From an optimization exercise on the open Yosys and OpenROAD flow, aimed at small area, a short achievable clock period and few clock cycles per item; shortcuts taken in it are not production practice.
RTL that was checked went through simulation tests only; none was proved equivalent to the original.

## garnet
==> flow/design.v (excerpt) <==
module ecc79_codec (
    input  wire        clk,
    input  wire        rst,
    input  wire        in_valid,
    input  wire        in_mode,
    input  wire [78:0] in_word,
    output reg         out_valid,
    output reg  [78:0] out_word,
    output reg  [1:0]  out_status
);
Size: ~1,400 cells after synthesis, about 0.012 mm^2 of cells after synthesis.
Settings: LEC_CHECK=0, CAP_MARGIN=20, CORE_MARGIN=2, CORE_UTILIZATION=40, SETUP_SLACK_MARGIN=0.5, SLEW_MARGIN=20; clock period 17.0 ns.
standard.sh (not shown) runs the stock make flow with config.mk's settings and CLKGATE_MAP_FILE= SYNTH_SCRIPT=/design/flow/synth_recipe.tcl, a recipe that flattens the netlist after the stock synthesis.
==> flow/flow/run.sh <==
#!/bin/bash
# Standard synthesis and layout, with two changes: the port buffers use buf_1
# instead of the buffer_ports default (a delay buffer, clkdlybuf4s50_1), and
# timing repair aims for more setup slack than the clock period needs.
set -euo pipefail
bash standard.sh 'BUFFER_PORTS_ARGS=-buffer_cell sky130_fd_sc_hd__buf_1' \
    SETUP_SLACK_MARGIN=7.7 finish > standard.log 2>&1
garnet was carried through to the last stage, and its layout satisfied the timing, DRC and antenna checks.
Testbench counts of garnet, summed over its fixed seeds: cycles 4,800, items 4,800.
## Diff of input files: harbor against garnet
Settings: a change of CORE_UTILIZATION from 40 to 65.
-- flow/flow/run.sh --
<<< garnet, line 7
    SETUP_SLACK_MARGIN=7.7 finish > standard.log 2>&1
>>> harbor, line 7
    SETUP_SLACK_MARGIN=8.4 finish > standard.log 2>&1
==> run summary <==
- Maximum root-to-sink buffer count came out exactly the same in garnet and harbor.
- Going from garnet to harbor, instance count on the critical path dropped 1, wire length reported by the detailed router saw a decrease, core utilization has increased, area of the multi-input gates saw an increase.
- On part of the cycle the worst path needs, the higher figure sits with garnet, not harbor.
- In harbor relative to garnet, via count had gone up by a few percent.
- For die boundary width, dividing the value from harbor by the value from garnet gives 0.79.
- | clock period minus worst slack | harbor vs garnet | better |
> inputs changed (harbor -> cedar)
Settings: CORE_UTILIZATION now 40, was 65.
==> flow/flow/run.sh <==
#!/bin/bash
# Standard synthesis and layout; the port buffers use buf_1 instead of the
# buffer_ports default (a delay buffer, clkdlybuf4s50_1).
set -euo pipefail
bash standard.sh 'BUFFER_PORTS_ARGS=-buffer_cell sky130_fd_sc_hd__buf_1' finish > standard.log 2>&1
Results
From harbor to cedar the numbers moved as follows: count of placed standard cells including taps rose by about 9%; post-layout worst setup margin lost 1.54 ns. The netlist area before placement of harbor and that of cedar are within noise of each other. Number of standard cells in the layout, taps in and fillers out (higher): cedar. Taking harbor as the reference, in cedar number of optimization iterations in the first detailed-route pass moved down; final design area excluding fillers lower; highest fanout seen on the critical path now larger; wire length has increased; final core utilization fell 31 points.
diff inputs: cedar => raven
==> flow/flow/run.sh <==
#!/bin/bash
# Standard synthesis and layout, with two changes: the port buffers use buf_1
# instead of the buffer_ports default (a delay buffer, clkdlybuf4s50_1), and
# timing repair aims for more setup slack than the clock period needs.
set -euo pipefail
bash standard.sh 'BUFFER_PORTS_ARGS=-buffer_cell sky130_fd_sc_hd__buf_1' \
    SETUP_SLACK_MARGIN=8.4 RECOVER_POWER=100 finish > standard.log 2>&1
Findings:
Nothing crashed in raven and all stages finished; the problem is that the final layout failed, the offending checks being capacitance limit, slew limit.
As far as summed instance area of the synthesized netlist goes, cedar and raven are indistinguishable; the numbers are identical.
met3 wirelength from detailed routing grows by a little under 10% when moving from cedar to raven.
| critical path depth | higher: cedar |
Global-route usage: raven vs cedar up 0.42 points
Cells: raven has more instances than cedar
Of the two values seen for capturing instance or port of the critical path, cpr[5] was produced by raven and out_word[63] by cedar.
The worst setup slack of raven is lower than that of cedar.

* * *

Another version of the RTL of ecc79_codec (not shown whole).
Size: roughly 1200 cells after synthesis, ~97 flip-flops, ~170 I/O pins, about 0.011 mm2 of cells after synthesis.
Settings: LEC_CHECK=0, CAP_MARGIN=20, CORE_MARGIN=2, CORE_UTILIZATION=40, SETUP_SLACK_MARGIN=0.5, SLEW_MARGIN=20, SYNTH_HIERARCHICAL=1; clock period 17.0 ns.
==> flow/flow/run.sh <==
#!/bin/bash
# Standard synthesis and layout, with two changes: the port buffers use buf_1
# instead of the buffer_ports default (a delay buffer, clkdlybuf4s50_1), and
# timing repair aims for more setup slack than the clock period needs.
set -euo pipefail
bash standard.sh 'BUFFER_PORTS_ARGS=-buffer_cell sky130_fd_sc_hd__buf_1' \
    SETUP_SLACK_MARGIN=8.4 finish > standard.log 2>&1
The baseline passed the timing, DRC and antenna checks.
Rerun with:
--- a/flow/flow/run.sh
+++ b/flow/flow/run.sh
@@ -5,3 +5,3 @@
 set -euo pipefail
 bash standard.sh 'BUFFER_PORTS_ARGS=-buffer_cell sky130_fd_sc_hd__buf_1' \
-    SETUP_SLACK_MARGIN=8.4 finish > standard.log 2>&1
+    SETUP_SLACK_MARGIN=0.5 finish > standard.log 2>&1
Cell count goes down by 8.9%.
Flip-flop and latch count is unchanged.
Area after synthesis is unchanged.
Worst setup slack got worse by 2.4 ns.
Non-clock buffer count goes down by 165.
Sequential share of layout area goes up by 3.7 points.
Fmax goes down by 21%.
No run of this note included a check of the RTL's function; only the layout flow was run.

* * *

RTL: one of the versions met above, not the one the previous note started from.
For scale: ~1400 cells after synthesis, roughly 97 flip-flops, ~170 I/O pins, roughly 0.012 sq mm of cells after synthesis.
==> flow/config.mk <==
export PLATFORM = sky130hd
export DESIGN_NAME = ecc79_codec
export DESIGN_NICKNAME = ecc79_codec
export VERILOG_FILES = /design/flow/design.v
export SDC_FILE = /design/flow/constraint.sdc
export NUM_CORES = 4
export LEC_CHECK = 0
export CAP_MARGIN = 20
export CORE_MARGIN = 2
export CORE_UTILIZATION = 40
export SETUP_SLACK_MARGIN = 0.5
export SLEW_MARGIN = 20
==> flow/constraint.sdc <==
create_clock -name core_clock -period 17.0 [get_ports {clk}]
set_input_delay 3.4000 -clock core_clock [delete_from_list [all_inputs] [get_ports {clk}]]
set_output_delay 3.4000 -clock core_clock [all_outputs]
set_load 0.01 [all_outputs]
==> flow/flow/run.sh <==
#!/bin/bash
# Standard synthesis and layout, with two changes: the port buffers use buf_1
# instead of the buffer_ports default (a delay buffer, clkdlybuf4s50_1), and
# timing repair aims for more setup slack than the clock period needs.
set -euo pipefail
bash standard.sh 'BUFFER_PORTS_ARGS=-buffer_cell sky130_fd_sc_hd__buf_1' \
    SETUP_SLACK_MARGIN=7 finish > standard.log 2>&1
Testbench counts at the start, summed over its fixed seeds: cycles 4,800, items 4,800.
Rerun with:
==> flow/flow/run.sh (replaced) <==
#!/bin/bash
# Standard synthesis and layout, with two changes: the port buffers use buf_1
# instead of the buffer_ports default (a delay buffer, clkdlybuf4s50_1), and
# timing repair after global routing aims for more setup slack than the clock
# period needs (the earlier stages keep the design's margin).
set -euo pipefail
bash standard.sh 'BUFFER_PORTS_ARGS=-buffer_cell sky130_fd_sc_hd__buf_1' \
    cts > standard_cts.log 2>&1
bash standard.sh 'BUFFER_PORTS_ARGS=-buffer_cell sky130_fd_sc_hd__buf_1' \
    SETUP_SLACK_MARGIN=8.4 finish > standard.log 2>&1
Critical path depth falls by 1. Utilization rises by 2.9 points. Worst hold slack hardly moves. Area after synthesis does not change. Worst setup slack improved by 0.97 ns. Fmax rises by 11%. Routed wire length rises by 2.9%.

* * *

Starting RTL as in the previous note.
export LEC_CHECK = 0
export CAP_MARGIN = 20
export CORE_MARGIN = 2
export CORE_UTILIZATION = 40
export SETUP_SLACK_MARGIN = 0.5
export SLEW_MARGIN = 20
create_clock -name core_clock -period 17.0 [get_ports {clk}]
==> flow/flow/run.sh <==
#!/bin/bash
# Standard synthesis and layout, with two changes: the port buffers use buf_1
# instead of the buffer_ports default (a delay buffer, clkdlybuf4s50_1), and
# timing repair aims for more setup slack than the clock period needs.
set -euo pipefail
bash standard.sh 'BUFFER_PORTS_ARGS=-buffer_cell sky130_fd_sc_hd__buf_1' \
    SETUP_SLACK_MARGIN=8.2 finish > standard.log 2>&1
The starting point produced a clean layout.
Testbench counts at the start, summed over its fixed seeds: cycles 4,800, items 4,800.
Next try:
==> flow/run.sh (new file) <==
#!/bin/bash
# synth_recipe.tcl (not shown) runs the flow's synth.tcl, then flattens the netlist and writes it again
# the make line also repeats each setting of config.mk as NAME=value (left out here)
make -C /OpenROAD-flow-scripts/flow DESIGN_CONFIG=/design/flow/config.mk WORK_HOME=/design/flow/orfs CLKGATE_MAP_FILE= SYNTH_SCRIPT=/design/flow/synth_recipe.tcl finish
removed: flow/flow/run.sh
removed: flow/standard.sh
Outcome:
- The changed run passed the timing, DRC and antenna checks
- via count falls by 2.9%
- sequential share of layout area falls by 0.50 points
- die area is unchanged
- count of clock-buffer cells in the layout is unchanged
- first-iteration DRC count falls by 18%
- utilization rises by 1.5 points
- worst setup slack degrades by 2.1 ns
- worst hold slack improves by 0.38 ns
- design area rises by 3.3%
Next try:
==> flow/flow/run.sh (new file) <==
#!/bin/bash
# Standard synthesis and layout, with two changes: the port buffers use buf_1
# instead of the buffer_ports default (a delay buffer, clkdlybuf4s50_1), and
# timing repair aims for more setup slack than the clock period needs.
set -euo pipefail
bash standard.sh 'BUFFER_PORTS_ARGS=-buffer_cell sky130_fd_sc_hd__buf_1' \
    SETUP_SLACK_MARGIN=8.6 finish > standard.log 2>&1
==> flow/standard.sh (new file) <==
#!/bin/bash
# synth_recipe.tcl (not shown) runs the flow's synth.tcl, then flattens the netlist and writes it again
# the make line also repeats each setting of config.mk as NAME=value (left out here)
make -C /OpenROAD-flow-scripts/flow DESIGN_CONFIG=/design/flow/config.mk WORK_HOME=/design/flow/orfs CLKGATE_MAP_FILE= SYNTH_SCRIPT=/design/flow/synth_recipe.tcl "${@:-finish}"
removed: flow/run.sh
Hold slack got worse by 0.38 ns.
Area after synthesis stays the same.
Via count increases by a few percent.
Count of clock-buffer cells in the layout stays the same.
Wire length increases slightly.
Die area stays the same.
Cell count increases by a few percent.
Next try:
--- a/flow/flow/run.sh
+++ b/flow/flow/run.sh
@@ -6,2 +6,2 @@
 bash standard.sh 'BUFFER_PORTS_ARGS=-buffer_cell sky130_fd_sc_hd__buf_1' \
-    SETUP_SLACK_MARGIN=8.6 finish > standard.log 2>&1
+    SETUP_SLACK_MARGIN=8.4 finish > standard.log 2>&1
Effect:
- The changed run finished clean
- worst setup slack degrades by 0.14 ns
- global-route usage is about the same
- non-clock buffer count drops by 7
- fmax goes down slightly
- cell area decreases slightly
- synthesized area is unchanged
- sequential cell count does not change
- via count drops slightly

* * *

ecc79_codec, a different RTL version from the one above (not shown whole).
For scale: about 97 flip-flops.
==> flow/config.mk <==
export PLATFORM = sky130hd
export DESIGN_NAME = ecc79_codec
export DESIGN_NICKNAME = ecc79_codec
export VERILOG_FILES = /design/flow/design.v
export SDC_FILE = /design/flow/constraint.sdc
export NUM_CORES = 4
export LEC_CHECK = 0
export CAP_MARGIN = 20
export CORE_MARGIN = 2
export CORE_UTILIZATION = 40
export SETUP_SLACK_MARGIN = 0.5
export SLEW_MARGIN = 20
==> flow/constraint.sdc <==
create_clock -name core_clock -period 17.0 [get_ports {clk}]
set_input_delay 3.4000 -clock core_clock [delete_from_list [all_inputs] [get_ports {clk}]]
set_output_delay 3.4000 -clock core_clock [all_outputs]
set_load 0.01 [all_outputs]
==> flow/flow/run.sh <==
#!/bin/bash
# Standard synthesis and layout, with two changes: the port buffers use buf_1
# instead of the buffer_ports default (a delay buffer, clkdlybuf4s50_1), and
# timing repair aims for more setup slack than the clock period needs.
set -euo pipefail
bash standard.sh 'BUFFER_PORTS_ARGS=-buffer_cell sky130_fd_sc_hd__buf_1' \
    SETUP_SLACK_MARGIN=8.8 finish > standard.log 2>&1
==> next run, changes <==
--- a/flow/flow/run.sh
+++ b/flow/flow/run.sh
@@ -7 +7 @@
-    SETUP_SLACK_MARGIN=8.8 finish > standard.log 2>&1
+    SETUP_SLACK_MARGIN=8.4 finish > standard.log 2>&1
- CORE_UTILIZATION: 40 -> 50
Result: The new run finished clean. Sequential cell count is unchanged. Maximum frequency falls slightly. Wire length falls by a few percent. Worst setup slack got worse by 0.16 ns. Synthesized cell count stays the same.
No run of this note included a check of the RTL's function; only the layout flow was run.

* * *

== S ==
Another version of the RTL of ecc79_codec (not shown whole).
Size: roughly 1400 cells after synthesis, ~97 flip-flops, roughly 170 I/O pins, roughly 0.012 mm² of cells after synthesis.
## ecc79_codec
module ecc79_codec (
    input  wire        clk,
    input  wire        rst,
    input  wire        in_valid,
    input  wire        in_mode,
    input  wire [78:0] in_word,
    output reg         out_valid,
    output reg  [78:0] out_word,
    output reg  [1:0]  out_status
);
==> flow/config.mk <==
export PLATFORM = sky130hd
export DESIGN_NAME = ecc79_codec
export DESIGN_NICKNAME = ecc79_codec
export VERILOG_FILES = /design/flow/design.v
export SDC_FILE = /design/flow/constraint.sdc
export NUM_CORES = 4
export LEC_CHECK = 0
export CAP_MARGIN = 20
export CORE_MARGIN = 2
export CORE_UTILIZATION = 40
export SETUP_SLACK_MARGIN = 0.5
export SLEW_MARGIN = 20
==> flow/constraint.sdc <==
create_clock -name core_clock -period 17.0 [get_ports {clk}]
set_input_delay 3.4000 -clock core_clock [delete_from_list [all_inputs] [get_ports {clk}]]
set_output_delay 3.4000 -clock core_clock [all_outputs]
set_load 0.01 [all_outputs]
==> flow/flow/run.sh <==
#!/bin/bash
# Standard synthesis and layout, with two changes: the port buffers use buf_1
# instead of the buffer_ports default (a delay buffer, clkdlybuf4s50_1), and
# timing repair aims for more setup slack than the clock period needs.
set -euo pipefail
bash standard.sh 'BUFFER_PORTS_ARGS=-buffer_cell sky130_fd_sc_hd__buf_1' \
    SETUP_SLACK_MARGIN=8.6 finish > standard.log 2>&1
What T does differently from S at the input level:
diff --git a/flow/flow/run.sh b/flow/flow/run.sh
--- a/flow/flow/run.sh
+++ b/flow/flow/run.sh
@@ -6,2 +6,2 @@
 bash standard.sh 'BUFFER_PORTS_ARGS=-buffer_cell sky130_fd_sc_hd__buf_1' \
-    SETUP_SLACK_MARGIN=8.6 finish > standard.log 2>&1
+    SETUP_SLACK_MARGIN=8.4 finish > standard.log 2>&1
### Flow results
S → T: global-route usage decreased by 0.33 points relative to the old numbers; number of nets in the layout decreased by 43 relative to the old numbers; largest fanout on the critical path increased by 11 relative to the old numbers; amount of wire on met3 after detailed routing increased by about 0.4% relative to the old numbers. Compared with S, T shows a higher part of the cycle the worst path needs. Routed wire length, T vs S: down by a few percent. Diff S -> T | post-layout minimum cycle time | increase of 0.15 ns.
No run of this note included a check of the RTL's function; only the layout flow was run.

-- static timing again, ports no longer ideal --
The results above use ideal ports. As a check the final layouts listed here were re-extracted and re-timed, cells and wires unchanged.
Step 1 sets driving cells, clkbuf_16 on the clock port and buf_2 on the other inputs (assumed; they add their load-dependent delay and slew).
Step 2 also shifts input and output timing later by t, the mid clock arrival at the registers, as if the neighbouring blocks saw the same clock.
Slacks: ideal ports / drivers / drivers and shift; pairs: ideal ports / drivers.
| run | t, ns | setup WS [ns] | hold WS [ns] | pins driven straight from the clock port |
|---|---|---|---|---|
| garnet | 0.396 | 7.904 / 7.922 / 7.527 | 3.173 / 3.158 / 3.554 | 1 |
| harbor | 0.404 | 8.513 / 8.536 / 8.132 | 3.189 / 3.163 / 3.567 | 1 |
| cedar | 0.395 | 6.975 / 6.933 / 7.076 | 3.174 / 3.159 / 3.553 | 1 |
| raven | 0.395 | 5.288 / 5.301 / 4.906 | 3.172 / 3.159 / 3.554 | 1 |
| the first run of note 2 | 0.402 | 8.036 / 7.986 / 7.956 | 3.189 / 3.164 / 3.566 | 1 |
| the second run of note 2 | 0.390 | 5.592 / 5.546 / 5.936 | 3.196 / 3.174 / 3.564 | 1 |
| the first run of note 3 | 0.396 | 7.497 / 7.489 / 7.104 | 3.173 / 3.157 / 3.553 | 1 |
| the second run of note 3 | 0.393 | 8.465 / 8.479 / 8.086 | 3.175 / 3.160 / 3.553 | 1 |
| the first run of note 4 | 0.393 | 8.339 / 8.349 / 7.956 | 3.174 / 3.160 / 3.553 | 1 |
| the second run of note 4 | 0.407 | 6.260 / 6.216 / 6.509 | 3.549 / 3.534 / 3.941 | 1 |
| the third run of note 4 | 0.397 | 8.697 / 8.713 / 8.317 | 3.173 / 3.155 / 3.552 | 1 |
| the fourth run of note 4 | 0.393 | 8.557 / 8.570 / 8.183 | 3.174 / 3.161 / 3.553 | 1 |
| the first run of note 5 | 0.399 | 8.697 / 8.656 / 8.574 | 3.184 / 3.166 / 3.565 | 1 |
| the second run of note 5 | 0.405 | 8.541 / 8.539 / 8.164 | 3.197 / 3.169 / 3.575 | 1 |
| S | 0.404 | 8.657 / 8.635 / 8.271 | 3.185 / 3.164 / 3.568 | 1 |
| T | 0.399 | 8.506 / 8.503 / 8.127 | 3.187 / 3.168 / 3.568 | 1 |
For the first run of note 3, which loses most, drivers alone change the setup slack by -0.008 ns; drivers and shift together by -0.393 ns.
